What follows belongs to an exercise in optimizing a design on an open flow for small area, a short achievable clock period and few clock cycles per item; a production flow would make more cautious choices.
Where RTL was checked, it was by simulation tests only, not by an equivalence proof against the original.
The RTL of runs 3 and 4 was laid out without a check of its function.
Power figures rest on the tool's default switching activity, not on a simulated workload.

===== design/flow/run.sh =====
#!/bin/bash
# synth_recipe.tcl (not shown) runs the flow's synth.tcl, then flattens the netlist and writes it again
# the make line also repeats each setting of config.mk as NAME=value (left out here)
make -C /OpenROAD-flow-scripts/flow DESIGN_CONFIG=/design/flow/config.mk WORK_HOME=/design/flow/orfs CLKGATE_MAP_FILE= SYNTH_SCRIPT=/design/flow/synth_recipe.tcl finish

===== design/flow/config.mk =====
export PLATFORM = sky130hd
export DESIGN_NAME = can_fd_tx
export DESIGN_NICKNAME = can_fd_tx
export VERILOG_FILES = /design/flow/design.v
export SDC_FILE = /design/flow/constraint.sdc
export NUM_CORES = 4
export LEC_CHECK = 0
export ABC_CLOCK_PERIOD_IN_PS = 2200
export CAP_MARGIN = 20
export CORE_MARGIN = 2
export CORE_UTILIZATION = 40
export PLACE_DENSITY = 0.6
export SETUP_SLACK_MARGIN = 2.8
export SLEW_MARGIN = 20

===== design/flow/constraint.sdc =====
create_clock -name core_clock -period 5.0 [get_ports {clk}]
set_input_delay 1.0000 -clock core_clock [delete_from_list [all_inputs] [get_ports {clk}]]
set_output_delay 1.0000 -clock core_clock [all_outputs]
set_load 0.01 [all_outputs]

===== design/flow/design.v =====
module can_fd_tx (
    input  wire        clk,
    input  wire        rst,
    input  wire        wr_en,
    input  wire [5:0]  wr_addr,
    input  wire [7:0]  wr_data,
    input  wire        start,
    input  wire [28:0] ident,
    input  wire        ide,
    input  wire        rtr,
    input  wire        fdf,
    input  wire        brs,
    input  wire        esi,
    input  wire [3:0]  dlc,
    output reg         busy,
    output wire        tx_valid,
    input  wire        tx_ready,
    output reg         tx_bit,
    output reg  [4:0]  tx_field,
    output reg         tx_stuff,
    output reg         tx_fast,
    output reg         tx_last
);
    localparam [4:0] F_SOF         = 5'h00;
    localparam [4:0] F_BASE_ID     = 5'h01;
    localparam [4:0] F_RTR_SRR     = 5'h02;
    localparam [4:0] F_IDE         = 5'h03;
    localparam [4:0] F_EXT_ID      = 5'h04;
    localparam [4:0] F_RTR2        = 5'h05;
    localparam [4:0] F_FDF         = 5'h06;
    localparam [4:0] F_RES         = 5'h07;
    localparam [4:0] F_BRS         = 5'h08;
    localparam [4:0] F_ESI         = 5'h09;
    localparam [4:0] F_DLC         = 5'h0A;
    localparam [4:0] F_DATA        = 5'h0B;
    localparam [4:0] F_STUFF_COUNT = 5'h0C;
    localparam [4:0] F_CRC         = 5'h0D;
    localparam [4:0] F_CRC_DELIM   = 5'h0E;
    localparam [4:0] F_ACK         = 5'h0F;
    localparam [4:0] F_ACK_DELIM   = 5'h10;
    localparam [4:0] F_EOF         = 5'h11;
    localparam HDR  = 0;    
    localparam DATA = 1;
    localparam CRC  = 2;    
    localparam FDC  = 3;    
    localparam TAIL = 4;    
    localparam [20:0] PM15 = 21'h4599 << 6;
    localparam [20:0] PM17 = 21'h1685B << 4;
    localparam [20:0] PM21 = 21'h102899;
    reg [7:0] buffer [0:63];
    reg       w_en;
    reg [5:0] w_addr;
    reg [7:0] w_data;
    always @(posedge clk) begin
        w_en   <= wr_en && !busy;
        w_addr <= wr_addr;
        w_data <= wr_data;
        if (w_en)
            buffer[w_addr] <= w_data;
    end
    assign tx_valid = busy;
    reg [39:0] hsr;
    reg        h_ide;
    reg        h_fdf;
    reg        h_brs;      
    reg        h_wide;     
    reg [3:0]  h_dlc;
    wire accept = start && !busy;
    wire        rtr_s = rtr & ~fdf;
    wire [10:0] base  = ide ? ident[28:18] : ident[10:0];
    wire [7:0]  tl_b  = fdf ? {1'b1, 1'b0, brs, esi, dlc} : {1'b0, dlc, 3'b000};
    wire [7:0]  tl_e  = fdf ? {1'b1, 1'b0, brs, esi, dlc} : {2'b00, dlc, 2'b00};
    wire [39:0] hload = {base, ide | rtr_s, ide,
                         ide ? ident[17:10] : tl_b,
                         ident[9:0], rtr_s, tl_e};
    reg [5:0] lm1;
    reg       len0;        
    always @* begin
        lm1  = {2'b00, h_dlc} - 6'd1;
        if (h_fdf) begin
            case (h_dlc)
                4'd9:  lm1 = 6'd11;
                4'd10: lm1 = 6'd15;
                4'd11: lm1 = 6'd19;
                4'd12: lm1 = 6'd23;
                4'd13: lm1 = 6'd31;
                4'd14: lm1 = 6'd47;
                4'd15: lm1 = 6'd63;
                default: ;
            endcase
        end else begin
            if (h_dlc[3]) lm1 = 6'd7;
        end
    end
    reg [3:0] a_lo, a_mid, a_hi;
    reg [7:0] p0, p1;
    reg       lastbyte;     
    reg [7:0] rd0, rd1;
    integer i;
    always @* begin
        rd0 = 8'd0;
        rd1 = 8'd0;
        for (i = 0; i < 32; i = i + 1) begin
            if (a_hi[i / 16] && a_mid[(i / 4) % 4] && a_lo[i % 4])
                rd0 = rd0 | buffer[i];
            if (a_hi[2 + i / 16] && a_mid[(i / 4) % 4] && a_lo[i % 4])
                rd1 = rd1 | buffer[32 + i];
        end
    end
    always @(posedge clk) begin
        p0 <= rd0;
        p1 <= rd1;
    end
    wire [7:0] nbyte = p0 | p1;
    wire [3:0] l_lo  = 4'b0001 << lm1[1:0];
    wire [3:0] l_mid = 4'b0001 << lm1[3:2];
    wire [3:0] l_hi  = 4'b0001 << lm1[5:4];
    wire at_last = |(a_lo & l_lo) && |(a_mid & l_mid) && |(a_hi & l_hi);
    reg [4:0]  st;          
    reg        h_last;      
    reg [5:0]  cnt;         
    reg [2:0]  run;         
    reg        stuff_due;   
    reg [2:0]  stuff_cnt;   
    reg [20:0] crc;
    wire [2:0]  sc_gray = stuff_cnt ^ (stuff_cnt >> 1);
    wire [3:0]  sc_bits = {sc_gray, ^sc_gray};
    wire [20:0] pmask   = h_fdf ? (h_wide ? PM21 : PM17) : PM15;
    reg [4:0] h_fld;
    reg       h_end;
    reg       h_fast;
    always @* begin
        if (cnt <= 6'd10)      h_fld = F_BASE_ID;
        else if (cnt == 6'd11) h_fld = F_RTR_SRR;
        else if (cnt == 6'd12) h_fld = F_IDE;
        else if (h_ide) begin
            if (cnt <= 6'd30)      h_fld = F_EXT_ID;
            else if (cnt == 6'd31) h_fld = F_RTR2;
            else if (cnt == 6'd32) h_fld = F_FDF;
            else if (cnt == 6'd33) h_fld = F_RES;
            else if (cnt == 6'd34) h_fld = h_fdf ? F_BRS : F_DLC;
            else if (cnt == 6'd35) h_fld = h_fdf ? F_ESI : F_DLC;
            else                   h_fld = F_DLC;
        end else begin
            if (cnt == 6'd13)      h_fld = F_FDF;
            else if (cnt == 6'd14) h_fld = h_fdf ? F_RES : F_DLC;
            else if (cnt == 6'd15) h_fld = h_fdf ? F_BRS : F_DLC;
            else if (cnt == 6'd16) h_fld = h_fdf ? F_ESI : F_DLC;
            else                   h_fld = F_DLC;
        end
        h_end  = (cnt == (h_ide ? (h_fdf ? 6'd38 : 6'd36) : (h_fdf ? 6'd19 : 6'd16)));
        h_fast = h_brs && (cnt >= (h_ide ? 6'd35 : 6'd16));
    end
    wire fd_fsb  = (cnt[2:0] == 3'd0);
    wire fd_sc   = (cnt[5:3] == 3'd0);
    wire fd_end  = (cnt[2:0] == 3'd1) && (cnt[5:3] == (h_wide ? 3'd6 : 3'd5));
    wire d_end   = (cnt[2:0] == 3'd7);           
    wire c_end   = (cnt[3:0] == 4'd14);          
    wire t_last  = (cnt[3:0] == 4'd9);           
    wire from_hsr = st[HDR] || st[DATA] || (st[FDC] && fd_sc && !fd_fsb);
    wire from_crc = st[CRC] || (st[FDC] && !fd_sc && !fd_fsb);
    wire is_fsb   = st[FDC] && fd_fsb;
    wire g_lvl    = from_hsr ? hsr[39] : from_crc ? crc[20] : is_fsb ? ~tx_bit : 1'b1;
    wire dyn_last = (st[HDR] && h_last && len0) || (st[DATA] && d_end && lastbyte);
    wire g_dyn    = st[HDR] || st[DATA] || st[CRC];
    wire g_crc    = st[HDR] || st[DATA] || (st[FDC] && fd_sc && !fd_fsb);
    wire g_ld     = (st[HDR] && h_last && !len0) || (st[DATA] && d_end && !lastbyte);
    reg [4:0] g_fld;
    always @* begin
        g_fld = F_EOF;
        if (st[HDR])  g_fld = h_fld;
        if (st[DATA]) g_fld = F_DATA;
        if (st[CRC])  g_fld = F_CRC;
        if (st[FDC])  g_fld = (fd_sc || (cnt[5:3] == 3'd1 && fd_fsb)) ? F_STUFF_COUNT : F_CRC;
        if (st[TAIL])
            case (cnt[3:0])
                4'd0:    g_fld = F_CRC_DELIM;
                4'd1:    g_fld = F_ACK;
                4'd2:    g_fld = F_ACK_DELIM;
                default: g_fld = F_EOF;
            endcase
    end
    wire g_fast = (st[HDR] && h_fast) || ((st[DATA] || st[FDC]) && h_brs);
    wire load = busy && tx_ready && !tx_last;
    wire gen  = load && !stuff_due;
    wire        c_in   = stuff_due ? ~tx_bit : hsr[39];
    wire [20:0] crc_st = {crc[19:0], 1'b0} ^ ((c_in ^ crc[20]) ? pmask : 21'd0);
    wire [2:0] g_run = (g_lvl != tx_bit) ? 3'd1 : run + 3'd1;
    always @(posedge clk) begin
        if (rst) begin
            busy <= 1'b0;
        end else if (accept) begin
            busy <= 1'b1;
        end else if (busy && tx_ready && tx_last) begin
            busy <= 1'b0;
        end
    end
    always @(posedge clk) begin
        if (accept) begin
            hsr       <= hload;
            h_ide     <= ide;
            h_fdf     <= fdf;
            len0      <= fdf ? (dlc == 4'd0) : (rtr || dlc == 4'd0);
            h_last    <= 1'b0;
            h_brs     <= fdf & brs;
            h_wide    <= fdf & (dlc > 4'd10);
            h_dlc     <= dlc;
            tx_bit    <= 1'b0;
            tx_field  <= F_SOF;
            tx_stuff  <= 1'b0;
            tx_fast   <= 1'b0;
            tx_last   <= 1'b0;
            st        <= 5'b00001;
            cnt       <= 6'd0;
            a_lo      <= 4'b0001;
            a_mid     <= 4'b0001;
            a_hi      <= 4'b0001;
            run       <= 3'd1;
            stuff_due <= 1'b0;
            stuff_cnt <= 3'd0;
            crc       <= fdf ? ((dlc > 4'd10) ? PM21 : PM17) : 21'd0;
        end else if (load) begin
            if (stuff_due) begin
                tx_bit    <= ~tx_bit;
                tx_stuff  <= 1'b1;
                tx_fast   <= g_fast;
                run       <= 3'd1;
                stuff_due <= 1'b0;
                stuff_cnt <= stuff_cnt + 3'd1;
                if (h_fdf)
                    crc <= crc_st;
            end else begin
                tx_bit    <= g_lvl;
                tx_field  <= g_fld;
                tx_stuff  <= is_fsb;
                tx_fast   <= g_fast;
                tx_last   <= st[TAIL] && t_last;
                run       <= g_run;
                stuff_due <= g_dyn && !(dyn_last && h_fdf) && (g_run == 3'd5);
                cnt <= cnt + 6'd1;
                if (st[HDR] && h_last) begin
                    cnt <= 6'd0;
                    st  <= !len0 ? 5'b00010 : h_fdf ? 5'b01000 : 5'b00100;
                end
                if (st[DATA] && d_end)
                    cnt <= 6'd0;
                if (st[DATA] && d_end && lastbyte) begin
                    st  <= h_fdf ? 5'b01000 : 5'b00100;
                end
                if (st[CRC] && c_end) begin
                    cnt <= 6'd0;
                    st  <= 5'b10000;
                end
                if (st[FDC] && cnt[2:0] == 3'd4)
                    cnt <= {cnt[5:3] + 3'd1, 3'b000};
                if (st[FDC] && fd_end) begin
                    cnt <= 6'd0;
                    st  <= 5'b10000;
                end
                h_last <= h_end;
                hsr <= {hsr[38:0], 1'b0};
                if (g_ld) begin
                    hsr[39:32] <= nbyte;
                    lastbyte   <= at_last;
                    a_lo       <= {a_lo[2:0], a_lo[3]};
                    if (a_lo[3]) begin
                        a_mid <= {a_mid[2:0], a_mid[3]};
                        if (a_mid[3])
                            a_hi <= {a_hi[2:0], a_hi[3]};
                    end
                end
                if (dyn_last && h_fdf)
                    hsr[38:35] <= sc_bits;
                if (g_crc)
                    crc <= crc_st;
                else if (!is_fsb)
                    crc <= {crc[19:0], 1'b0};
            end
        end
    end
endmodule

==> key figures, run 1 <==
Global route
  – Global routing usage summed across all routing layers: 0.240
  – Largest net degree at the start of global routing: 95
  – Busiest metal layer after global routing: met2
  – Number of antenna violations at the first check in global routing: 0
  – Via count of the first global-routing pass: about 17000
  – Global-route track usage on met3: 0.0608
  – Met2 routing resource usage after global routing: 0.369
  – Total congestion overflow after global routing: 0
  – Global-route wire length before repair: 119000 µm
  – GR Util met1: 0.333

Yosys
  – Yosys cell types: 82
  – Dominant register cell in the synthesized netlist: edfxtp_1
  – Cell area after technology mapping: 26400 µm²
  – Share of Yosys cell area claimed by the top area cell type: 0.662
  – Yosys warning total: 1
  – Share of the yosys chip area belonging to registers: 0.717
  – Synth async-reset ratio: 0
  – Synthesized area per cell: 14.0 µm²
  – Leading post-synthesis cells by cell area: edfxtp_1 66%, dfxtp_1 5.5%, a22oi_1 3.5%
  – Number of synthesized register bits: 655
  – Number of nets produced by synthesis: between 1500 and 2000
  – Number of instances in the synthesized netlist: 1882
  – Most frequent cell after synthesis: edfxtp_1
  – Cell type contributing the most total cell area after synthesis: edfxtp_1
  – Post-synth EDFFs: 583
  – Top cell types by occurrence after synthesis: 583 x edfxtp_1, 147 x nand2_1, 130 x nor2_1

Pwr
  – Overall power: approximately 0.012 W
  – Ratio of total power to cell area: between 300 and 400 nW/µm²
  – Leak Pwr: 10.2 nW
  – Worst voltage drop across the vdd grid: 0.277 mV

Cells and area
  – Number of nets at the end of the flow: 2078
  – Share of final-layout standard cells stronger than drive strength 1: 0.190
  – Area growth from synthesis to layout: 19.5%
  – Non-filler instance count after layout: about 3000
  – Post-route cell area: 31600 µm²
  – Layout fillers: 5596

Timing
  – Total Negative Setup Slacks: 0 ns
  – Layout Skew: 0.0234 ns
  – Hold WS: 0.473 ns
  – Final period demand of the worst path: 2.42 ns
  – Relative max-transition margin: 0.199
  – Final Max Slew Viols: 0
  – Number of endpoints failing setup at the final stage: 0
  – Slew at the pin closest to its max-slew limit: 1.20 ns
  – RSZ-0062 raised after global routing: true
  – Final worst path period share: 0.484
  – Top achievable clock speed: 413 MHz
  – Final count of hold timing violations: 0

Placement
  – Number of instances in the placed design: 2734
  – Buffers on Ports: 67
  – Half-perimeter wire length after placement: 50900 µm
  – Final weighted congestion in routability-driven placement: 0.922
  – Post-placement cell area: 28100 µm²

Setup path
  – Crit-path max FO: 10
  – Max stage delay on crit path: just under 0.8 ns
  – Critical path start-end classification: flip-flop to flip-flop
  – Cell breakdown of the critical path: nor2b_1, nand3_1, nor2_2
  – Required time of the critical path: 5.24 ns
  – Number of buffers and inverters on the critical path: 0
  – Worst-path cell with the longest stage delay: nor2_2
  – Kind of cell adding the most delay to the critical path: simple AND/OR/NAND/NOR gates
  – Kind of start point of the critical path: flip-flop
  – Crit. End Element: flip-flop
  – Arrival time worst endpoint: 2.66 ns

Clock tree
  – Sink count of the clock tree: 655
  – Htree depth: 3
  – Cell chosen for the clock root: clkbuf_16
  – Clock tree from TritonCTS: built
  – Clock buffers created by TritonCTS: 67
  – CTS Buffer Depth: 3
  – Clk latency of the worst-skew pair: between 0.6 and 0.7 ns
  – Clock transition at the registers of the reported paths: 0.06 ns

Floorplan
  – Starting Density: 0.403
  – Row count: 94
  – IO Pins: between 60 and 70
  – Die Y-Extent: ~260 µm
  – Core area: 65600 µm²
  – Die X-Extent: 261 µm
  – Die Area: 68200 µm²

Drt
  – Post-route antenna net violation count: 0
  – First-pass iteration count of the detailed router: 7
  – DRC violations left: 0
  – Total wirelength of the detailed-routed design: 84100 µm
  – Initial DRC count: 2810
  – Routed length per placed instance: 28.8 µm
  – Number of vias per cell: ~6.3
  – Via count: 18324

Status
  – Result of the run: no timing/DRC/antenna violations

Hold path
  – Class of the tightest hold or removal check: flip-flop to flip-flop

Flow run
  – Max Cap Violations: 0
==> report_power, final <==
part / switching [W] / leakage (nW) / internal [W] / total [W]
registers: 0.0000629 / 5.91 / 0.00608 / 0.00614
clock network: 0.00213 / 1.07 / 0.00296 / 0.00509
logic: 0.000384 / 3.26 / 0.000224 / 0.000608
==> metal layers <==
metal	vias up	share of wire
met5	-	0
met4	0	0.035
met3	199	0.12
met2	1227	0.46
met1	9120	0.39
li1	7778	-
==> per-stage QoR <==
stage	util	setup WS, ns
final	0.481	2.58
after global routing	0.481	2.56
after CTS	0.472	2.56
after detailed placement	0.427	1.51
after global placement	0.427	1.58
after floorplan	-	2.61
==> final timing paths <==
path | slack, ns | end | cells past startpoint | startpoint
max reg2reg | 2.58 | buffer[27][6] | 3 | w_addr[0]
max | 2.58 | buffer[27][6] | 3 | w_addr[0]
min reg2reg | 0.47 | tx_fast | 2 | tx_fast
min | 0.47 | tx_fast | 2 | tx_fast
==> area by class of cell <==
cell class / count / area (µm²) / area share
clock buffers: 90 / 1830 / 0.0581
multi-input cells: 1077 / 7460 / 0.236
repair buffers: 168 / 1660 / 0.0527
diodes: 1 / 2.50 / 0.0000792
clock inverters: 30 / 372 / 0.0118
flip-flops and latches: 655 / 19000 / 0.602
well taps: 864 / 1080 / 0.0342
inverters: 29 / 135 / 0.00428
repair inverters: 3 / 22.5 / 0.000713
==> cells in the final DEF, fill, tap and decap left out, drive strengths merged, types with 9 or more instances in the layout <==
cell type	n
edfxtp	583
nand2	147
nor2	132
a22oi	124
buf	105
clkbuf	91
dfxtp	72
o21ai	69
a21oi	61
clkdlybuf4s50	54
nand3	50
o22ai	35
and3	35
a221oi	32
a22o	31
nand4	26
nor3	26
inv	25
a222oi	23
a31oi	22
mux2i	21
or3	21
ha	20
clkinv	19
o211ai	16
a32oi	15
nor2b	13
clkinvlp	11
a32o	11
and2	11
nand2b	11
nor4	9
==> sequential cells by signal, indices dropped and copies added, names as in the netlist, 5 cells and up <==
register,count
buffer,512
crc,21
w_addr,6
w_data,8
p0,8
cnt,6
st,5
hsr,40
tx_field,5
p1,8
==> tightest hold or removal path: stages, from the launching register on <==
cell,delay [ns]
dfxtp_2,0.32
nand3_1,0.06
o31ai_1,0.06
==> cells by family (layout without fill, tap and decap cells) <==
family          after synthesis  after routing  share of synthesized area
compound gates              511            513                      0.143
xor+xnor                     10             10                    0.00331
fa+ha+maj                    20             20                    0.00947
buf+inv                     152            320                     0.0250
flops                       655            655                      0.717
mux                          25             25                    0.00966
other cells                   0              1                          0
simple gates                509            509                     0.0932
==> repair_timing <==
item | CTS | global route
cloned | 5 | 0
hold endpoints to repair | 0 | 0
setup endpoints to repair | 430 | 404
setup buffers | 32 | 25
pin swaps | 14 | 21
gates resized for setup | 152 | 86
hold buffers | 0 | 0
Testbench counts, summed over its fixed seeds: cycles 52,801, bits 49,405.
==> run 2, diff against run 1 <==
--- a/design/flow/config.mk
+++ b/design/flow/config.mk
@@ -12,3 +12,4 @@
 export PLACE_DENSITY = 0.6
 export SETUP_SLACK_MARGIN = 2.8
 export SLEW_MARGIN = 20
+export TNS_END_PERCENT = 5
==> run 2 against run 1 <==
Die area is the same. Design area down 2.3%. Hold slack gained 0.015 ns. Routed wire length is 1.7% lower. Clock-buffer cell count rose by 4. Setup slack got worse by 0.15 ns. Sequential share of layout area up 1.4 points. Final cell count shrank 0.93%. Critical endpoint is now buffer[3][7]. Register-to-register slack got worse by 0.15 ns. Via count is 0.82% lower. Largest cell class unchanged.
==> key figures, run 2 <==
Global route
  – Busiest metal layer after global routing: met2 (unchanged)
  – GR Util met1: 0.334 (was 0.333)
  – Total congestion overflow after global routing: 0 (unchanged)
  – Global-route wire length before repair: 117000 µm (was 119000 µm)
  – Number of antenna violations at the first check in global routing: 0 (unchanged)
  – Largest net degree at the start of global routing: 95 (unchanged)
  – Global-route track usage on met3: 0.0441 (was 0.0608)
  – Via count of the first global-routing pass: 17177 (was 17142)
  – Global routing usage summed across all routing layers: 0.235 (was 0.240)
  – Met2 routing resource usage after global routing: 0.364 (was 0.369)

Setup path
  – Arrival time worst endpoint: 2.79 ns (was 2.66 ns)
  – Crit. End Element: flip-flop (unchanged)
  – Kind of cell adding the most delay to the critical path: simple AND/OR/NAND/NOR gates (unchanged)
  – Cell breakdown of the critical path: nor2b_1, nand3_1, nor2_1 (was nor2b_1, nand3_1, nor2_2)
  – WP depth: 3 (unchanged)
  – Source of the worst register-to-register timing path: w_addr[0] (unchanged)
  – Critical path launch point: w_addr[0] (unchanged)
  – Max stage delay on crit path: 1.06 ns (was 0.77 ns)
  – Critical path start-end classification: flip-flop to flip-flop (unchanged)
  – Terminus of the critical flop-to-flop path: buffer[3][7] (was buffer[27][6])
  – Crit-path max FO: 10 (unchanged)
  – Required time of the critical path: 5.22 ns (was 5.24 ns)
  – Critical path endpoint: buffer[3][7] (was buffer[27][6])
  – Worst R2R Path Depth: 3 (unchanged)
  – Kind of start point of the critical path: flip-flop (unchanged)
  – Worst-path cell with the longest stage delay: nor2_1 (was nor2_2)
  – Number of buffers and inverters on the critical path: 0 (unchanged)
  – Reg-to-reg setup timing slack: 2.43 ns (was 2.58 ns)

Clock tree
  – Cell chosen for the clock root: clkbuf_16 (unchanged)
  – Clock buffers created by TritonCTS: 69 (was 67)
  – Clock tree from TritonCTS: built (unchanged)
  – Clk latency of the worst-skew pair: 0.63 ns (was 0.62 ns)
  – Sink count of the clock tree: 655 (unchanged)
  – Clock transition at the registers of the reported paths: 0.06 ns (about the same)
  – CTS Buffer Depth: 3 (unchanged)
  – Number of buffers added to fix hold violations after cts: 0 (unchanged)
  – Htree depth: 3 (unchanged)

Yosys
  – Number of nets produced by synthesis: 1959 (unchanged)
  – Yosys warning total: 1 (unchanged)
  – Leading post-synthesis cells by cell area: edfxtp_1 66%, dfxtp_1 5.5%, a22oi_1 3.5% (unchanged)
  – Post-synth EDFFs: 583 (unchanged)
  – Yosys cell types: 82 (unchanged)
  – Share of Yosys cell area claimed by the top area cell type: 0.662 (unchanged)
  – Synthesized area per cell: 14.0 µm² (unchanged)
  – Number of synthesized register bits: 655 (unchanged)
  – Top cell types by occurrence after synthesis: 583 x edfxtp_1, 147 x nand2_1, 130 x nor2_1 (unchanged)
  – Cell type contributing the most total cell area after synthesis: edfxtp_1 (unchanged)
  – Number of instances in the synthesized netlist: 1882 (unchanged)
  – Share of the yosys chip area belonging to registers: 0.717 (unchanged)
  – Dominant register cell in the synthesized netlist: edfxtp_1 (unchanged)
  – Synth async-reset ratio: 0 (unchanged)
  – Most frequent cell after synthesis: edfxtp_1 (unchanged)
  – Cell area after technology mapping: 26400 µm² (unchanged)

Flow run
  – Max Cap Violations: 0 (unchanged)

Pwr
  – Comb pwr share: 0.049 (was 0.051)
  – Ratio of total power to cell area: 377 nW/µm² (was 375 nW/µm²)
  – Overall power: 0.0116 W (was 0.0118 W)
  – Internal power consumption: 0.00905 W (was 0.00926 W)
  – Share of total power consumed by net switching: 0.222 (was 0.218)
  – Power share of the clock group: 0.422 (was 0.430)
  – Switching power total: 0.00258 W (about the same)
  – Worst voltage drop across the vdd grid: 0.219 mV (was 0.277 mV)
  – Sequential Power Share: 0.529 (was 0.519)
  – Leak Pwr: 10.1 nW (was 10.2 nW)

Drt
  – First-pass iteration count of the detailed router: 8 (was 7)
  – Total wirelength of the detailed-routed design: 82600 µm (was 84100 µm)
  – Number of vias per cell: 6.29 (was 6.28)
  – Post-route antenna net violation count: 0 (unchanged)
  – DRC violations left: 0 (unchanged)
  – Via count: 18174 (was 18324)
  – Initial DRC count: 2794 (was 2810)
  – Routed length per placed instance: 28.6 µm (was 28.8 µm)

Hold path
  – Class of the tightest hold or removal check: flip-flop to flip-flop (unchanged)

Floorplan
  – Die Area: 68200 µm² (unchanged)
  – Row count: 94 (unchanged)
  – Starting Density: 0.403 (unchanged)
  – Die Y-Extent: 261 µm (unchanged)
  – Core area: 65600 µm² (unchanged)
  – Die X-Extent: 261 µm (unchanged)
  – IO Pins: 68 (unchanged)

Timing
  – Final worst path period share: 0.513 (was 0.484)
  – Final Max Slew Viols: 0 (unchanged)
  – Number of endpoints failing setup at the final stage: 0 (unchanged)
  – Slew at the pin closest to its max-slew limit: 1.25 ns (was 1.20 ns)
  – Final period demand of the worst path: 2.57 ns (was 2.42 ns)
  – Relative max-transition margin: 0.161 (was 0.199)
  – Final count of hold timing violations: 0 (unchanged)
  – Top achievable clock speed: 390 MHz (was 413 MHz)
  – Total Negative Setup Slacks: 0 ns (unchanged)
  – RSZ-0062 raised after global routing: true (unchanged)
  – Layout Skew: 0.0243 ns (was 0.0234 ns)

Cells and area
  – Layout fillers: 5715 (was 5596)
  – Max FFs per register: 512 (unchanged)
  – Footprint of the multi-input gates: 7130 µm² (was 7460 µm²)
  – Register containing the most flip-flops in the final layout: buffer (unchanged)
  – Number of nets at the end of the flow: 2049 (was 2078)
  – Most common library cell in the layout ignoring fill and taps: edfxtp_1 (unchanged)
  – Post-route cell area: 30900 µm² (was 31600 µm²)
  – Most frequent cells in the layout: 583 x edfxtp_1, 143 x nand2_1, 120 x a22oi_1 (was 583 x edfxtp_1, 143 x nand2_1, 122 x a22oi_1)
  – Non-filler instance count after layout: 2890 (was 2917)
  – FF+latch area: 19000 µm² (about the same)
  – Registers with the most flip-flops: buffer (512), hsr (40), crc (21) (unchanged)
  – Share of final-layout standard cells stronger than drive strength 1: 0.132 (was 0.190)
  – Area growth from synthesis to layout: 16.7% (was 19.5%)

Placement
  – Buffers on Ports: 67 (unchanged)
  – Half-perimeter wire length after placement: 50100 µm (was 50900 µm)
  – Post-placement cell area: 28000 µm² (was 28100 µm²)
  – Number of instances in the placed design: 2732 (was 2734)
  – Final weighted congestion in routability-driven placement: 0.926 (was 0.922)

Status
  – Result of the run: no timing/DRC/antenna violations (unchanged)
[run 2: cell counts after synthesis]
Identical to the previous run, type by type.
[run 2: power groups by stage]
| stage | Combinational (W) | Clock, W | Sequential, W |
|---|---|---|---|
| after floorplan | 0.000304 | 0 | 0.00627 |
| after global placement | 0.000506 | 0 | 0.00626 |
| after detailed placement | 0.000522 | 0 | 0.00626 |
| after CTS | 0.000569 | 0.00495 | 0.00615 |
| after global routing | 0.000619 | 0.00515 | 0.00615 |
| final | 0.000573 | 0.00491 | 0.00615 |
[run 2: repair_timing]
action                     in CTS  in global routing
pin swaps                       8                  9
gates resized for setup        54                 54
setup endpoints to repair     407                465
gates cloned                    6                  1
setup buffers                  11                 14
[run 2: worst min path at each step]
| stage | to | slack [ns] | start | depth (start not counted) |
|---|---|---|---|---|
| finish | tx_fast | 0.49 | tx_fast | 2 |
| global placement | run[1] | 0.48 | run[1] | 2 |
| floorplan | p0[2] | 0.43 | buffer[2][2] | 2 |
| detailed placement | run[1] | 0.49 | run[1] | 2 |
| CTS | tx_fast | 0.49 | tx_fast | 2 |
| global route | tx_fast | 0.52 | tx_fast | 2 |
[run 2: per-stage QoR]
stage                     setup slack, ns  hold slack (ns)   util
after floorplan                      2.61            0.429      -
after global placement               1.55            0.478  0.427
after detailed placement             1.48            0.487  0.427
after CTS                            2.50            0.495  0.464
after global routing                 2.47            0.521  0.470
final                                2.43            0.488  0.470
[run 2: kinds of logic (layout without fill, tap and decap cells)]
family,after synthesis,count (layout),synth area share
flops,655,655,0.717
buf+inv,152,293,0.0250
other cells,0,1,0
fa+ha+maj,20,20,0.00947
mux,25,25,0.00966
simple gates,509,509,0.0932
compound gates,511,513,0.143
xor+xnor,10,10,0.00331
[run 2: worst reg2reg max path: stages (launching register included)]
cell and delay, ns:
dfxtp_1 0.57, nor2b_1 0.24, nand3_1 0.31, nor2_1 1.06
[run 2: per-layer routing]
metal  wire, µm  share of wire
met1      33500           0.41
met2      37600           0.45
met3       8900           0.11
met4       2650          0.032
met5          0              0
[run 2: final cells by class]
| class | count | area share |
|---|---|---|
| well taps | 864 | 0.0350 |
| diodes | 1 | 0.0000811 |
| clock inverters | 30 | 0.00839 |
| repair buffers | 137 | 0.0446 |
| flip-flops and latches | 655 | 0.616 |
| repair inverters | 3 | 0.000730 |
| clock buffers | 94 | 0.0607 |
| inverters | 29 | 0.00389 |
| multi-input cells | 1077 | 0.231 |
==> run 3, diff against run 2 <==
--- a/design/flow/design.v
+++ b/design/flow/design.v
@@ -47,16 +47,18 @@
     localparam [20:0] PM15 = 21'h4599 << 6;
     localparam [20:0] PM17 = 21'h1685B << 4;
     localparam [20:0] PM21 = 21'h102899;
-    reg [7:0] buffer [0:63];
-    reg       w_en;
-    reg [5:0] w_addr;
-    reg [7:0] w_data;
-    always @(posedge clk) begin
-        w_en   <= wr_en && !busy;
-        w_addr <= wr_addr;
+    reg [511:0] buffer;     
+    reg [7:0]   w_row;
+    reg [7:0]   w_col;
+    reg [7:0]   w_data;
+    integer     k;
+    always @(posedge clk) begin
+        w_row  <= (wr_en && !busy) ? (8'd1 << wr_addr[5:3]) : 8'd0;
+        w_col  <= 8'd1 << wr_addr[2:0];
         w_data <= wr_data;
-        if (w_en)
-            buffer[w_addr] <= w_data;
+        for (k = 0; k < 64; k = k + 1)
+            if (w_row[k / 8] && w_col[k % 8])
+                buffer[8 * k +: 8] <= w_data;
     end
     assign tx_valid = busy;
     reg [39:0] hsr;
@@ -102,9 +104,9 @@
         rd1 = 8'd0;
         for (i = 0; i < 32; i = i + 1) begin
             if (a_hi[i / 16] && a_mid[(i / 4) % 4] && a_lo[i % 4])
-                rd0 = rd0 | buffer[i];
+                rd0 = rd0 | buffer[8 * i +: 8];
             if (a_hi[2 + i / 16] && a_mid[(i / 4) % 4] && a_lo[i % 4])
-                rd1 = rd1 | buffer[32 + i];
+                rd1 = rd1 | buffer[8 * (32 + i) +: 8];
         end
     end
     always @(posedge clk) begin
--- a/design/flow/config.mk
+++ b/design/flow/config.mk
@@ -12,4 +12,3 @@
 export PLACE_DENSITY = 0.6
 export SETUP_SLACK_MARGIN = 2.8
 export SLEW_MARGIN = 20
-export TNS_END_PERCENT = 5
==> run 3 against run 2 <==
Sequential cell count increased by 9. Largest cell class unchanged. Still clean. Die area grew 0.94%. Utilization is 0.69 points higher. Clock skew down 0.0018 ns. Sequential power is 1% higher.
==> key figures, run 3 <==
Yosys
  – Number of instances in the synthesized netlist: 1870 (was 1882)
  – Leading post-synthesis cells by cell area: edfxtp_1 66%, dfxtp_1 6.1%, a22oi_1 2.8% (was edfxtp_1 66%, dfxtp_1 5.5%, a22oi_1 3.5%)
  – Top cell types by occurrence after synthesis: 583 x edfxtp_1, 152 x nand2_1, 101 x a22oi_1 (was 583 x edfxtp_1, 147 x nand2_1, 130 x nor2_1)
  – Yosys cell types: 84 (was 82)
  – Portion of netlist area occupied by mux cells: 0.00642 (was 0.00966)
  – Share of Yosys cell area claimed by the top area cell type: 0.656 (was 0.662)
  – Most frequent cell after synthesis: edfxtp_1 (unchanged)
  – Cell area after technology mapping: 26700 µm² (was 26400 µm²)
  – Share of the yosys chip area belonging to registers: 0.717 (about the same)
  – Yosys warning total: 1 (unchanged)
  – Synthesized area per cell: 14.3 µm² (was 14.0 µm²)
  – Dominant register cell in the synthesized netlist: edfxtp_1 (unchanged)
  – Synthesized-area fraction occupied by ao, oa, aoi and oai cells: 0.142 (was 0.143)
  – Number of nets produced by synthesis: 1947 (was 1959)
  – Synth async-reset ratio: 0 (unchanged)
  – Post-synth EDFFs: 583 (unchanged)
  – Largest family of logic cells by synthesized area: compound AO/OA/AOI/OAI gates (unchanged)
  – Cell type contributing the most total cell area after synthesis: edfxtp_1 (unchanged)
  – Simple-Gate Fraction of Synth Area: 0.0959 (was 0.0932)
  – Parity-gate share of the synthesized area counting xor and xnor cells: 0.00525 (was 0.00331)
  – Number of synthesized register bits: 664 (was 655)
  – Adder-cell area share of the yosys netlist: 0.00938 (was 0.00947)

Timing
  – Layout Skew: 0.0226 ns (was 0.0243 ns)
  – Relative max-transition margin: 0.457 (was 0.161)
  – Final count of hold timing violations: 0 (unchanged)
  – Slew at the pin closest to its max-slew limit: 0.815 ns (was 1.25 ns)
  – Number of endpoints failing setup at the final stage: 0 (unchanged)
  – Final Max Slew Viols: 0 (unchanged)
  – Hold WS: 0.478 ns (was 0.488 ns)
  – Total Negative Setup Slacks: 0 ns (unchanged)
  – Final period demand of the worst path: 2.24 ns (was 2.57 ns)
  – Final worst path period share: 0.448 (was 0.513)
  – RSZ-0062 raised after global routing: true (unchanged)
  – Top achievable clock speed: 446 MHz (was 390 MHz)
  – Post-layout worst setup margin: 2.76 ns (was 2.43 ns)

Drt
  – DRC violations left: 0 (unchanged)
  – Number of vias per cell: 6.24 (was 6.29)
  – First-pass iteration count of the detailed router: 8 (unchanged)
  – Routed length per placed instance: 28.3 µm (was 28.6 µm)
  – Via count: 18002 (was 18174)
  – Total wirelength of the detailed-routed design: 81600 µm (was 82600 µm)
  – WL met1: 33500 µm (about the same)
  – Met2 routed WL: 37500 µm (was 37600 µm)
  – Max Used Layer: met5 (was met4)
  – Post-route antenna net violation count: 0 (unchanged)
  – Routed wl met3: 7910 µm (was 8900 µm)
  – Initial DRC count: 2684 (was 2794)

Hold path
  – Class of the tightest hold or removal check: flip-flop to flip-flop (unchanged)
  – Count of cells along the worst hold path: 1 (was 2)

Clock tree
  – CTS Buffer Depth: 3 (unchanged)
  – Htree depth: 3 (unchanged)
  – Clock tree from TritonCTS: built (unchanged)
  – Clock buffers created by TritonCTS: 71 (was 69)
  – Clock transition at the registers of the reported paths: 0.05 ns (was 0.06 ns)
  – Sink count of the clock tree: 664 (was 655)
  – Cell chosen for the clock root: clkbuf_16 (unchanged)
  – Clk latency of the worst-skew pair: 0.62 ns (was 0.63 ns)

Setup path
  – Crit. End Element: flip-flop (unchanged)
  – Kind of start point of the critical path: flip-flop (unchanged)
  – Required time of the critical path: 5.47 ns (was 5.22 ns)
  – Crit-path max FO: 22 (was 10)
  – Critical path start-end classification: flip-flop to flip-flop (unchanged)
  – Arrival time worst endpoint: 2.71 ns (was 2.79 ns)
  – Worst R2R Path Depth: 6 (was 3)

Pwr
  – Leak Pwr: 10.4 nW (was 10.1 nW)
  – Ratio of total power to cell area: 383 nW/µm² (was 377 nW/µm²)
  – Overall power: 0.0120 W (was 0.0116 W)
  – Worst voltage drop across the vdd grid: 0.240 mV (was 0.219 mV)

Global route
  – Global-route wire length before repair: 118000 µm (was 117000 µm)
  – Largest net degree at the start of global routing: 89 (was 95)
  – Via count of the first global-routing pass: 17317 (was 17177)
  – Number of antenna violations at the first check in global routing: 2 (was 0)
  – Total congestion overflow after global routing: 0 (unchanged)
  – Global routing usage summed across all routing layers: 0.230 (was 0.235)

Placement
  – Half-perimeter wire length after placement: 48300 µm (was 50100 µm)
  – Worst slack at placement: 1.65 ns (was 1.48 ns)
  – Buffers on Ports: 67 (unchanged)
  – Final weighted congestion in routability-driven placement: 0.848 (was 0.926)

Cells and area
  – Register containing the most flip-flops in the final layout: buffer (unchanged)
  – Share of final-layout standard cells stronger than drive strength 1: 0.150 (was 0.132)
  – Footprint of the multi-input gates: 7340 µm² (was 7130 µm²)
  – Most frequent cells in the layout: 583 x edfxtp_1, 150 x nand2_1, 99 x a22oi_1 (was 583 x edfxtp_1, 143 x nand2_1, 120 x a22oi_1)
  – Registers with the most flip-flops: buffer (512), hsr (40), crc (21) (unchanged)
  – FF+latch area: 19200 µm² (was 19000 µm²)
  – Most common library cell in the layout ignoring fill and taps: edfxtp_1 (unchanged)
  – Max FFs per register: 512 (unchanged)
  – Layout fillers: 5638 (was 5715)
  – Area growth from synthesis to layout: 17.8% (was 16.7%)
  – Number of nets at the end of the flow: 2039 (was 2049)

Floorplan
  – Die X-Extent: 262 µm (was 261 µm)
  – Starting Density: 0.405 (was 0.403)
  – Row count: 94 (unchanged)
  – Die Area: 68800 µm² (was 68200 µm²)
  – Core area: 65900 µm² (was 65600 µm²)
  – Die Y-Extent: 262 µm (was 261 µm)
  – IO Pins: 68 (unchanged)

Flow run
  – Max Cap Violations: 0 (unchanged)

Status
  – Result of the run: no timing/DRC/antenna violations (unchanged)
run 3: cell count changes in the layout (fill, tap and decap cells not counted), sizes merged, moves of 12 or more:
cell and change:
a22oi -23, a32oi +14, nor2 -52, and2 +73
nand3 -19, a21oi -12
run 3: through the flow:
step / area (µm²) / util / cells
final: 31400 / 0.477 / 2885
after global routing: 31400 / 0.477 / 2884
after CTS: 31200 / 0.473 / 2870
after detailed placement: 28200 / 0.428 / 2711
after global placement: 28200 / 0.428 / 2711
after floorplan: 26700 / - / 1870
run 3: where the power goes:
part	leakage (nW)	switching [W]	internal [W]
Combinational	3.25	0.000350	0.000214
Clock	1.15	0.00222	0.00304
Sequential	5.98	0.0000648	0.00615
Total	10.4	0.00264	0.00941
run 3: critical path, cell delays in order (launching register included):
cell and delay (ns):
dfxtp_2 0.42, buf_6 0.24, and3_2 0.30, a22o_1 0.26, a221oi_2 0.21, nand4_1 0.28
a211o_1 0.37
run 3: per-layer routing:
| layer | vias to the layer above | track usage |
|---|---|---|
| met4 | 4 | 0.0775 |
| li1 | 7661 | - |
| met5 | - | 0 |
| met2 | 1065 | 0.360 |
| met1 | 9096 | 0.320 |
| met3 | 176 | 0.0493 |
run 3: area by class of cell:
type	instances	share of cell area
multi-input combinational	1058	0.234
clock inverter	33	0.00952
inverter	29	0.00434
clock buffer	98	0.0648
tap	864	0.0344
antenna	1	0.0000796
sequential	664	0.611
timing repair buffer	138	0.0424
run 3: path summary, 6_finish.rpt:
| check | endpoint | slack, ns | from |
|---|---|---|---|
| min reg2reg | run[1] | 0.48 | run[1] |
| max reg2reg | p1[7] | 2.76 | a_mid[0] |
| max | p1[7] | 2.76 | a_mid[0] |
| min | run[1] | 0.48 | run[1] |
run 3: what timing repair did:
action	CTS	global route
endpoints found under the hold margin	0	0
pin swaps	15	16
cloned	2	1
gates resized for setup	135	44
hold buffers	0	0
setup buffers	26	13
endpoints found under the setup margin	148	70
run 3: kinds of logic (layout without fill, tap and decap cells):
| logic type | after synthesis | after routing |
|---|---|---|
| DFF | 664 | 664 |
| AOI/OAI and AO/OA | 502 | 505 |
| and+or+nand+nor | 500 | 500 |
| buffers and inverters | 151 | 298 |
| adders and majority gates | 20 | 20 |
| muxes | 17 | 17 |
| xor gates and xnor gates | 16 | 16 |
| other | 0 | 1 |
==> run 4, diff against run 3 <==
--- a/design/flow/design.v
+++ b/design/flow/design.v
@@ -66,7 +66,6 @@
     reg        h_fdf;
     reg        h_brs;      
     reg        h_wide;     
-    reg [3:0]  h_dlc;
     wire accept = start && !busy;
     wire        rtr_s = rtr & ~fdf;
     wire [10:0] base  = ide ? ident[28:18] : ident[10:0];
@@ -77,22 +76,22 @@
                          ident[9:0], rtr_s, tl_e};
     reg [5:0] lm1;
     reg       len0;        
-    always @* begin
-        lm1  = {2'b00, h_dlc} - 6'd1;
-        if (h_fdf) begin
-            case (h_dlc)
-                4'd9:  lm1 = 6'd11;
-                4'd10: lm1 = 6'd15;
-                4'd11: lm1 = 6'd19;
-                4'd12: lm1 = 6'd23;
-                4'd13: lm1 = 6'd31;
-                4'd14: lm1 = 6'd47;
-                4'd15: lm1 = 6'd63;
+    reg [5:0] lm1_in;
+    always @* begin
+        lm1_in = {2'b00, dlc} - 6'd1;
+        if (fdf) begin
+            case (dlc)
+                4'd9:  lm1_in = 6'd11;
+                4'd10: lm1_in = 6'd15;
+                4'd11: lm1_in = 6'd19;
+                4'd12: lm1_in = 6'd23;
+                4'd13: lm1_in = 6'd31;
+                4'd14: lm1_in = 6'd47;
+                4'd15: lm1_in = 6'd63;
                 default: ;
             endcase
-        end else begin
-            if (h_dlc[3]) lm1 = 6'd7;
-        end
+        end else if (dlc[3])
+            lm1_in = 6'd7;
     end
     reg [3:0] a_lo, a_mid, a_hi;
     reg [7:0] p0, p1;
@@ -206,7 +205,7 @@
             h_last    <= 1'b0;
             h_brs     <= fdf & brs;
             h_wide    <= fdf & (dlc > 4'd10);
-            h_dlc     <= dlc;
+            lm1       <= lm1_in;
             tx_bit    <= 1'b0;
             tx_field  <= F_SOF;
             tx_stuff  <= 1'b0;
==> run 4 against run 3 <==
Non-clock buffer count rose by 6. Hold slack got worse by 0.028 ns. Largest power group unchanged. Maximum frequency fell by 3.6%. Via count rose by 0.86%. Global-route usage rose by 1.3 points. Die area fell by 0.14%. Critical path depth fell by 1. Critical path type unchanged.
==> key figures, run 4 <==
Timing
  – Layout Skew: 0.0176 ns (was 0.0226 ns)
  – Number of endpoints failing setup at the final stage: 0 (unchanged)
  – Top achievable clock speed: 430 MHz (was 446 MHz)
  – Total Negative Setup Slacks: 0 ns (unchanged)
  – Final count of hold timing violations: 0 (unchanged)
  – Final Max Slew Viols: 0 (unchanged)
  – Final period demand of the worst path: 2.32 ns (was 2.24 ns)
  – Relative max-transition margin: 0.452 (was 0.457)
  – Slew at the pin closest to its max-slew limit: 0.823 ns (was 0.815 ns)
  – RSZ-0062 raised after global routing: true (unchanged)
  – Post-layout worst setup margin: 2.68 ns (was 2.76 ns)
  – Final worst path period share: 0.465 (was 0.448)

Setup path
  – Source of the worst register-to-register timing path: a_lo[2] (was a_mid[0])
  – Worst R2R Path Depth: 5 (was 6)
  – Reg-to-reg setup timing slack: 2.68 ns (was 2.76 ns)
  – Crit. End Element: flip-flop (unchanged)
  – Required time of the critical path: 5.44 ns (was 5.47 ns)
  – Terminus of the critical flop-to-flop path: p1[0] (was p1[7])
  – Kind of start point of the critical path: flip-flop (unchanged)
  – Critical path launch point: a_lo[2] (was a_mid[0])
  – Crit-path max FO: 28 (was 22)
  – Arrival time worst endpoint: 2.77 ns (was 2.71 ns)
  – Critical path start-end classification: flip-flop to flip-flop (unchanged)

Global route
  – Total congestion overflow after global routing: 0 (unchanged)
  – Number of antenna violations at the first check in global routing: 2 (unchanged)
  – Global-route wire length before repair: 121000 µm (was 118000 µm)
  – Largest net degree at the start of global routing: 83 (was 89)
  – Global routing usage summed across all routing layers: 0.243 (was 0.230)
  – Via count of the first global-routing pass: 17469 (was 17317)

Yosys
  – Leading post-synthesis cells by cell area: edfxtp_1 66%, dfxtp_1 6.1%, a22oi_1 3.1% (was edfxtp_1 66%, dfxtp_1 6.1%, a22oi_1 2.8%)
  – Number of nets produced by synthesis: 1952 (was 1947)
  – Yosys cell types: 77 (was 84)
  – Post-synth EDFFs: 585 (was 583)
  – Number of instances in the synthesized netlist: 1875 (was 1870)
  – Synth async-reset ratio: 0 (unchanged)
  – Number of synthesized register bits: 666 (was 664)
  – Share of the yosys chip area belonging to registers: 0.720 (was 0.717)
  – Share of Yosys cell area claimed by the top area cell type: 0.659 (was 0.656)
  – Most frequent cell after synthesis: edfxtp_1 (unchanged)
  – Dominant register cell in the synthesized netlist: edfxtp_1 (unchanged)
  – Cell type contributing the most total cell area after synthesis: edfxtp_1 (unchanged)
  – Cell area after technology mapping: 26600 µm² (was 26700 µm²)
  – Yosys warning total: 1 (unchanged)
  – Synthesized area per cell: 14.2 µm² (was 14.3 µm²)
  – Top cell types by occurrence after synthesis: 585 x edfxtp_1, 159 x nand2_1, 110 x a22oi_1 (was 583 x edfxtp_1, 152 x nand2_1, 101 x a22oi_1)

Pwr
  – Worst voltage drop across the vdd grid: 0.248 mV (was 0.240 mV)
  – Ratio of total power to cell area: 383 nW/µm² (about the same)
  – Leak Pwr: 10.4 nW (about the same)

Floorplan
  – Starting Density: 0.405 (about the same)
  – Die Area: 68700 µm² (was 68800 µm²)
  – IO Pins: 68 (unchanged)
  – Row count: 94 (unchanged)
  – Die X-Extent: 262 µm (about the same)
  – Die Y-Extent: 262 µm (about the same)
  – Core area: 65900 µm² (unchanged)

Clock tree
  – Cell chosen for the clock root: clkbuf_16 (unchanged)
  – Htree depth: 3 (unchanged)
  – Clock tree from TritonCTS: built (unchanged)
  – Clock transition at the registers of the reported paths: 0.06 ns (was 0.05 ns)
  – CTS Buffer Depth: 3 (unchanged)
  – Clk latency of the worst-skew pair: 0.63 ns (was 0.62 ns)
  – Sink count of the clock tree: 666 (was 664)
  – Clock buffers created by TritonCTS: 71 (unchanged)

Cells and area
  – Registers with the most flip-flops: buffer (512), hsr (40), crc (21) (unchanged)
  – Post-layout utilization of the core: 0.478 (was 0.477)
  – Share of final-layout standard cells stronger than drive strength 1: 0.152 (was 0.150)
  – Most common library cell in the layout ignoring fill and taps: edfxtp_1 (unchanged)
  – Layout fillers: 5624 (was 5638)
  – Max FFs per register: 512 (unchanged)
  – Area growth from synthesis to layout: 18.1% (was 17.8%)
  – Post-route cell area: 31500 µm² (was 31400 µm²)
  – Most frequent cells in the layout: 585 x edfxtp_1, 157 x nand2_1, 105 x a22oi_1 (was 583 x edfxtp_1, 150 x nand2_1, 99 x a22oi_1)
  – Register containing the most flip-flops in the final layout: buffer (unchanged)
  – Number of nets at the end of the flow: 2049 (was 2039)
  – Count of antenna diodes in the layout: 0 (was 1)

Placement
  – Final weighted congestion in routability-driven placement: 0.860 (was 0.848)
  – Buffers on Ports: 67 (unchanged)
  – Half-perimeter wire length after placement: 49200 µm (was 48300 µm)
  – Worst slack at placement: 1.32 ns (was 1.65 ns)
  – Post-placement cell area: 28300 µm² (was 28200 µm²)

Drt
  – Routed length per placed instance: 29.1 µm (was 28.3 µm)
  – Total wirelength of the detailed-routed design: 84200 µm (was 81600 µm)
  – Number of vias per cell: 6.28 (was 6.24)
  – Initial DRC count: 2835 (was 2684)
  – DRC violations left: 0 (unchanged)
  – Post-route antenna net violation count: 0 (unchanged)
  – First-pass iteration count of the detailed router: 6 (was 8)
  – Via count: 18156 (was 18002)

Flow run
  – Max Cap Violations: 0 (unchanged)

Hold path
  – Count of cells along the worst hold path: 2 (was 1)
  – Class of the tightest hold or removal check: flip-flop to flip-flop (unchanged)
  – Hold Crit Start: tx_field[2] (was run[1])
  – Hold worst-path end: tx_field[2] (was run[1])

Status
  – Result of the run: no timing/DRC/antenna violations (unchanged)
run 4: timing repair:
action	CTS	global route
buffers inserted	36	7
resized for setup	123	50
endpoints found under the setup margin	146	131
cloned	7	1
hold buffers	0	0
pin swaps	19	17
run 4: worst max path at each step:
| stage | cells after the start | slack (ns) | to |
|---|---|---|---|
| 3_5_place_dp | 5 | 1.32 | hsr[34] |
| 3_3_place_gp | 5 | 1.42 | hsr[9] |
| 4_1_cts | 7 | 2.74 | crc[13] |
| 6_report | 5 | 2.68 | p1[0] |
| 5_1_grt | 7 | 2.66 | crc[13] |
| 2_1_floorplan | 4 | 2.49 | hsr[0] |
run 4: area by class of cell:
cell class | instances | area (µm²) | share of cell area
flip-flops and latches | 666 | 19300 | 0.612
well taps | 864 | 1080 | 0.0343
repair buffers | 144 | 1490 | 0.0473
repair inverters | 3 | 22.5 | 0.000716
clock inverters | 32 | 288 | 0.00914
inverters | 27 | 115 | 0.00366
clock buffers | 98 | 2000 | 0.0636
multi-input cells | 1059 | 7210 | 0.229
run 4: metal layers:
layer | global-route usage | wire [µm]
met4 | 0.0712 | 2510
met2 | 0.383 | 39000
met5 | 0 | 13
met1 | 0.336 | 33200
met3 | 0.0560 | 9540
run 4: stage by stage:
stage	total power [W]	std cells	hold slack [ns]
4_1_cts	0.0120	2885	0.461
5_1_grt	0.0124	2893	0.468
3_5_place_dp	0.00685	2712	0.453
6_report	0.0120	2893	0.451
3_3_place_gp	0.00683	2712	0.452
2_1_floorplan	0.00664	1875	0.446
run 4: worst max-delay path, stage by stage (launching register included):
cell       delay, ns
dfxtp_4         0.47
buf_16          0.24
a222oi_1        0.49
o221ai_1        0.30
a2111oi_2       0.37
nand4_1         0.22
run 4: power breakdown:
group          total (W)  switching (W)  internal [W]
clock network    0.00523        0.00224       0.00299
logic           0.000580       0.000353      0.000227
registers        0.00624      0.0000637       0.00617
total             0.0120        0.00266       0.00938
run 4: cell families (layout without fill, tap and decap cells):
| family | count (synthesis) | in the layout | share of synthesized area |
|---|---|---|---|
| and+or+nand+nor | 509 | 509 | 0.0958 |
| DFF | 666 | 666 | 0.720 |
| adders and majority gates | 20 | 20 | 0.00939 |
| AOI/OAI and AO/OA | 489 | 491 | 0.137 |
| xor gates and xnor gates | 18 | 18 | 0.00592 |
| buffers and inverters | 152 | 304 | 0.0225 |
| muxes | 21 | 21 | 0.00948 |
==> run 5, diff against run 4 <==
--- a/design/flow/design.v
+++ b/design/flow/design.v
@@ -93,7 +93,8 @@
         end else if (dlc[3])
             lm1_in = 6'd7;
     end
-    reg [3:0] a_lo, a_mid, a_hi;
+    reg [15:0] a_lm;        
+    reg [3:0]  a_hi;        
     reg [7:0] p0, p1;
     reg       lastbyte;     
     reg [7:0] rd0, rd1;
@@ -102,9 +103,9 @@
         rd0 = 8'd0;
         rd1 = 8'd0;
         for (i = 0; i < 32; i = i + 1) begin
-            if (a_hi[i / 16] && a_mid[(i / 4) % 4] && a_lo[i % 4])
+            if (a_hi[i / 16] && a_lm[i % 16])
                 rd0 = rd0 | buffer[8 * i +: 8];
-            if (a_hi[2 + i / 16] && a_mid[(i / 4) % 4] && a_lo[i % 4])
+            if (a_hi[2 + i / 16] && a_lm[i % 16])
                 rd1 = rd1 | buffer[8 * (32 + i) +: 8];
         end
     end
@@ -113,10 +114,9 @@
         p1 <= rd1;
     end
     wire [7:0] nbyte = p0 | p1;
-    wire [3:0] l_lo  = 4'b0001 << lm1[1:0];
-    wire [3:0] l_mid = 4'b0001 << lm1[3:2];
-    wire [3:0] l_hi  = 4'b0001 << lm1[5:4];
-    wire at_last = |(a_lo & l_lo) && |(a_mid & l_mid) && |(a_hi & l_hi);
+    wire [15:0] l_lm = 16'd1 << lm1[3:0];
+    wire [3:0]  l_hi = 4'b0001 << lm1[5:4];
+    wire at_last = |(a_lm & l_lm) && |(a_hi & l_hi);
     reg [4:0]  st;          
     reg        h_last;      
     reg [5:0]  cnt;         
@@ -213,8 +213,7 @@
             tx_last   <= 1'b0;
             st        <= 5'b00001;
             cnt       <= 6'd0;
-            a_lo      <= 4'b0001;
-            a_mid     <= 4'b0001;
+            a_lm      <= 16'd1;
             a_hi      <= 4'b0001;
             run       <= 3'd1;
             stuff_due <= 1'b0;
@@ -263,12 +262,9 @@
                 if (g_ld) begin
                     hsr[39:32] <= nbyte;
                     lastbyte   <= at_last;
-                    a_lo       <= {a_lo[2:0], a_lo[3]};
-                    if (a_lo[3]) begin
-                        a_mid <= {a_mid[2:0], a_mid[3]};
-                        if (a_mid[3])
-                            a_hi <= {a_hi[2:0], a_hi[3]};
-                    end
+                    a_lm       <= {a_lm[14:0], a_lm[15]};
+                    if (a_lm[15])
+                        a_hi <= {a_hi[2:0], a_hi[3]};
                 end
                 if (dyn_last && h_fdf)
                     hsr[38:35] <= sc_bits;
--- a/design/flow/config.mk
+++ b/design/flow/config.mk
@@ -9,6 +9,8 @@
 export CAP_MARGIN = 20
 export CORE_MARGIN = 2
 export CORE_UTILIZATION = 40
+export CTS_CLUSTER_DIAMETER = 150
+export CTS_CLUSTER_SIZE = 22
 export PLACE_DENSITY = 0.6
 export SETUP_SLACK_MARGIN = 2.8
 export SLEW_MARGIN = 20
==> run 5 against run 4 <==
Still clean on timing, DRC and antenna. Final cell count decreased by 5.1%. Sequential cell count increased by 8. Sequential share of layout area is 4.0 points higher. Combinational power about the same. Routed wire length fell by 14%. First-iteration DRC count down 30%. Sequential power is 1% higher. Synthesized area fell by 1.8%. Clock skew grew 0.0081 ns.
==> key figures, run 5 <==
Global route
  – Largest net degree at the start of global routing: 82 (was 83)
  – Number of antenna violations at the first check in global routing: 0 (was 2)
  – Global routing usage summed across all routing layers: 0.210 (was 0.243)
  – Via count of the first global-routing pass: 15621 (was 17469)
  – Total congestion overflow after global routing: 0 (unchanged)
  – Global-route wire length before repair: 104000 µm (was 121000 µm)

Floorplan
  – Core area: 64600 µm² (was 65900 µm²)
  – Die X-Extent: 260 µm (was 262 µm)
  – Row count: 93 (was 94)
  – IO Pins: 68 (unchanged)
  – Die Y-Extent: 260 µm (was 262 µm)
  – Die Area: 67500 µm² (was 68700 µm²)
  – Starting Density: 0.405 (about the same)

Yosys
  – Leading post-synthesis cells by cell area: edfxtp_1 67%, dfxtp_1 6.8%, a22oi_1 3.4% (was edfxtp_1 66%, dfxtp_1 6.1%, a22oi_1 3.1%)
  – Synth async-reset ratio: 0 (unchanged)
  – Post-synth EDFFs: 585 (unchanged)
  – Share of the yosys chip area belonging to registers: 0.739 (was 0.720)
  – Cell area after technology mapping: 26200 µm² (was 26600 µm²)
  – Number of synthesized register bits: 674 (was 666)
  – Number of instances in the synthesized netlist: 1768 (was 1875)
  – Number of nets produced by synthesis: 1845 (was 1952)
  – Dominant register cell in the synthesized netlist: edfxtp_1 (unchanged)
  – Yosys cell types: 66 (was 77)
  – Most frequent cell after synthesis: edfxtp_1 (unchanged)
  – Share of Yosys cell area claimed by the top area cell type: 0.671 (was 0.659)
  – Yosys warning total: 1 (unchanged)
  – Synthesized area per cell: 14.8 µm² (was 14.2 µm²)
  – Top cell types by occurrence after synthesis: 585 x edfxtp_1, 120 x nand2_1, 118 x a22oi_1 (was 585 x edfxtp_1, 159 x nand2_1, 110 x a22oi_1)
  – Cell type contributing the most total cell area after synthesis: edfxtp_1 (unchanged)

Timing
  – Total Negative Setup Slacks: 0 ns (unchanged)
  – Final worst path period share: 0.445 (was 0.465)
  – Number of endpoints failing setup at the final stage: 0 (unchanged)
  – Final count of hold timing violations: 0 (unchanged)
  – Slew at the pin closest to its max-slew limit: 0.857 ns (was 0.823 ns)
  – Top achievable clock speed: 449 MHz (was 430 MHz)
  – RSZ-0062 raised after global routing: true (unchanged)
  – Relative max-transition margin: 0.429 (was 0.452)
  – Final Max Slew Viols: 0 (unchanged)
  – Layout Skew: 0.0256 ns (was 0.0176 ns)
  – Final period demand of the worst path: 2.23 ns (was 2.32 ns)
  – Hold WS: 0.477 ns (was 0.451 ns)

Cells and area
  – Register containing the most flip-flops in the final layout: buffer (unchanged)
  – Max FFs per register: 512 (unchanged)
  – Most frequent cells in the layout: 585 x edfxtp_1, 120 x nand2_1, 117 x a22oi_1 (was 585 x edfxtp_1, 157 x nand2_1, 105 x a22oi_1)
  – Number of nets at the end of the flow: 1940 (was 2049)
  – Footprint of the multi-input gates: 6560 µm² (was 7210 µm²)
  – Share of final-layout standard cells stronger than drive strength 1: 0.130 (was 0.152)
  – Most common library cell in the layout ignoring fill and taps: edfxtp_1 (unchanged)
  – Area growth from synthesis to layout: 13.8% (was 18.1%)
  – Registers with the most flip-flops: buffer (512), hsr (40), crc (21) (unchanged)
  – Count of antenna diodes in the layout: 0 (unchanged)
  – Layout fillers: 5692 (was 5624)
  – Post-layout utilization of the core: 0.461 (was 0.478)
  – FF+latch area: 19400 µm² (was 19300 µm²)
  – Post-route cell area: 29800 µm² (was 31500 µm²)

Status
  – Result of the run: no timing/DRC/antenna violations (unchanged)

Clock tree
  – Clock buffers created by TritonCTS: 36 (was 71)
  – Clk latency of the worst-skew pair: 0.60 ns (was 0.63 ns)
  – Sink count of the clock tree: 674 (was 666)
  – CTS Buffer Depth: 3 (unchanged)
  – Number of buffers added to fix hold violations after cts: 0 (unchanged)
  – Htree depth: 2 (was 3)
  – Cell chosen for the clock root: clkbuf_16 (unchanged)
  – Clock tree from TritonCTS: built (unchanged)
  – Clock transition at the registers of the reported paths: 0.11 ns (was 0.06 ns)

Pwr
  – Worst voltage drop across the vdd grid: 0.262 mV (was 0.248 mV)
  – Leak Pwr: 9.75 nW (was 10.4 nW)
  – Ratio of total power to cell area: 340 nW/µm² (was 383 nW/µm²)
  – Overall power: 0.0101 W (was 0.0120 W)

Drt
  – First-pass iteration count of the detailed router: 5 (was 6)
  – Met2 routed WL: 34600 µm (was 39000 µm)
  – Number of vias per cell: 5.92 (was 6.28)
  – Initial DRC count: 1971 (was 2835)
  – Routed length per placed instance: 26.4 µm (was 29.1 µm)
  – Max Used Layer: met4 (was met5)
  – Via count: 16245 (was 18156)
  – Routed wl met3: 5390 µm (was 9540 µm)
  – Post-route antenna net violation count: 0 (unchanged)
  – DRC violations left: 0 (unchanged)
  – WL met1: 31100 µm (was 33200 µm)
  – Total wirelength of the detailed-routed design: 72500 µm (was 84200 µm)

Setup path
  – Arrival time worst endpoint: 2.57 ns (was 2.77 ns)
  – Kind of start point of the critical path: flip-flop (unchanged)
  – Critical path start-end classification: flip-flop to flip-flop (unchanged)
  – Crit. End Element: flip-flop (unchanged)
  – Worst R2R Path Depth: 9 (was 5)
  – Crit-path max FO: 7 (was 28)
  – Required time of the critical path: 5.34 ns (was 5.44 ns)

Placement
  – Buffers on Ports: 67 (unchanged)
  – Post-placement cell area: 27900 µm² (was 28300 µm²)
  – Final weighted congestion in routability-driven placement: 0.815 (was 0.860)
  – Half-perimeter wire length after placement: 43000 µm (was 49200 µm)

Flow run
  – Max Cap Violations: 0 (unchanged)

Hold path
  – Count of cells along the worst hold path: 2 (unchanged)
  – Class of the tightest hold or removal check: flip-flop to flip-flop (unchanged)
==> run 5: cells by family (layout without fill, tap and decap cells) <==
kind of cell,count (synthesis),after routing,synth area share
flip-flops,674,674,0.739
XOR/XNOR,25,25,0.00837
AND/OR/NAND/NOR,435,435,0.0831
adder cells (fa/ha/maj),20,20,0.00956
multiplexers,33,33,0.0132
buffers and inverters,136,258,0.0203
AO/OA/AOI/OAI,445,446,0.126
==> run 5: final cells by class <==
class	count	area share
clock buffer	63	0.0344
clock inverter	3	0.00164
inverter	18	0.00260
multi-input combinational	959	0.220
sequential	674	0.652
tap	855	0.0359
timing repair buffer	171	0.0522
timing repair inverter	3	0.000756
==> run 5: layer usage <==
| layer | vias up | GRT usage |
|---|---|---|
| met2 | 670 | 0.343 |
| li1 | 7122 | - |
| met3 | 91 | 0.0276 |
| met4 | 0 | 0.0495 |
| met5 | - | 0 |
| met1 | 8362 | 0.299 |
==> run 5: stage by stage <==
| stage | setup WS [ns] | std cells |
|---|---|---|
| 6_report | 2.77 | 2746 |
| 5_1_grt | 2.67 | 2746 |
| 4_1_cts | 2.75 | 2722 |
| 3_5_place_dp | 1.38 | 2619 |
| 3_3_place_gp | 1.47 | 2619 |
| 2_1_floorplan | 2.53 | 1768 |
==> run 5: power by group <==
part / switching (W) / internal [W] / total [W]
logic: 0.000334 / 0.000248 / 0.000582
clock network: 0.00182 / 0.00143 / 0.00325
registers: 0.0000843 / 0.00623 / 0.00631
total: 0.00224 / 0.00791 / 0.0101
==> run 5: what timing repair did <==
item                                   CTS  global route
gates resized for setup                111            52
endpoints found under the hold margin    0             0
gates cloned                             4             2
setup buffers                           33            22
pin swaps                               16            20
setup endpoints to repair              154           119
==> run 5: final timing paths <==
path	start	slack (ns)	end
setup / recovery	cnt[0]	2.77	crc[15]
hold / removal	tx_fast	0.48	tx_fast
setup reg to reg	cnt[0]	2.77	crc[15]
hold reg to reg	tx_fast	0.48	tx_fast
==> run 5: worst max-delay path, cell delays in order, from the launching register on <==
cell        delay [ns]
dfxtp_4           0.40
clkinvlp_4        0.13
ha_4              0.18
nor2b_4           0.12
o21ba_4           0.21
o31a_4            0.32
nor3b_4           0.25
buf_6             0.17
xnor2_2           0.11
o21ai_1           0.08
Testbench counts of run 5, summed over its fixed seeds: cycles 52,801, bits 49,405.

==> afterwards: timing with drivers on the ports <==
The results above use ideal ports. As a check the final layouts listed here were re-extracted and re-timed, cells and wires unchanged. Step 1 assumes that a clkbuf_16 drives the clock port and a buf_2 every other input. Step 2, shift: input delay + t, output delay - t, t = (earliest + latest rising clock arrival at the registers) / 2. This alone moves slack from input paths to output paths. Three values: ideal ports, drivers, drivers and shift; two values: the first two.
run | shift t [ns] | setup slack, ns | worst register clock-pin slew, ns | worst data-port slew with drivers (ns)
run 1 | 0.669 | 2.580 / 2.580 / 2.244 | 0.06 / 0.06 | 0.06
run 2 | 0.678 | 2.434 / 2.434 / 1.934 | 0.06 / 0.06 | 0.05
run 3 | 0.680 | 2.759 / 2.710 / 2.222 | 0.07 / 0.07 | 0.05
run 4 | 0.680 | 2.676 / 2.676 / 2.194 | 0.07 / 0.07 | 0.06
run 5 | 0.647 | 2.774 / 2.764 / 2.201 | 0.11 / 0.11 | 0.06
After both steps every run listed still meets setup and hold. The setup slack of run 5, which loses most, moves by -0.010 ns with the drivers and by -0.573 ns with both steps.
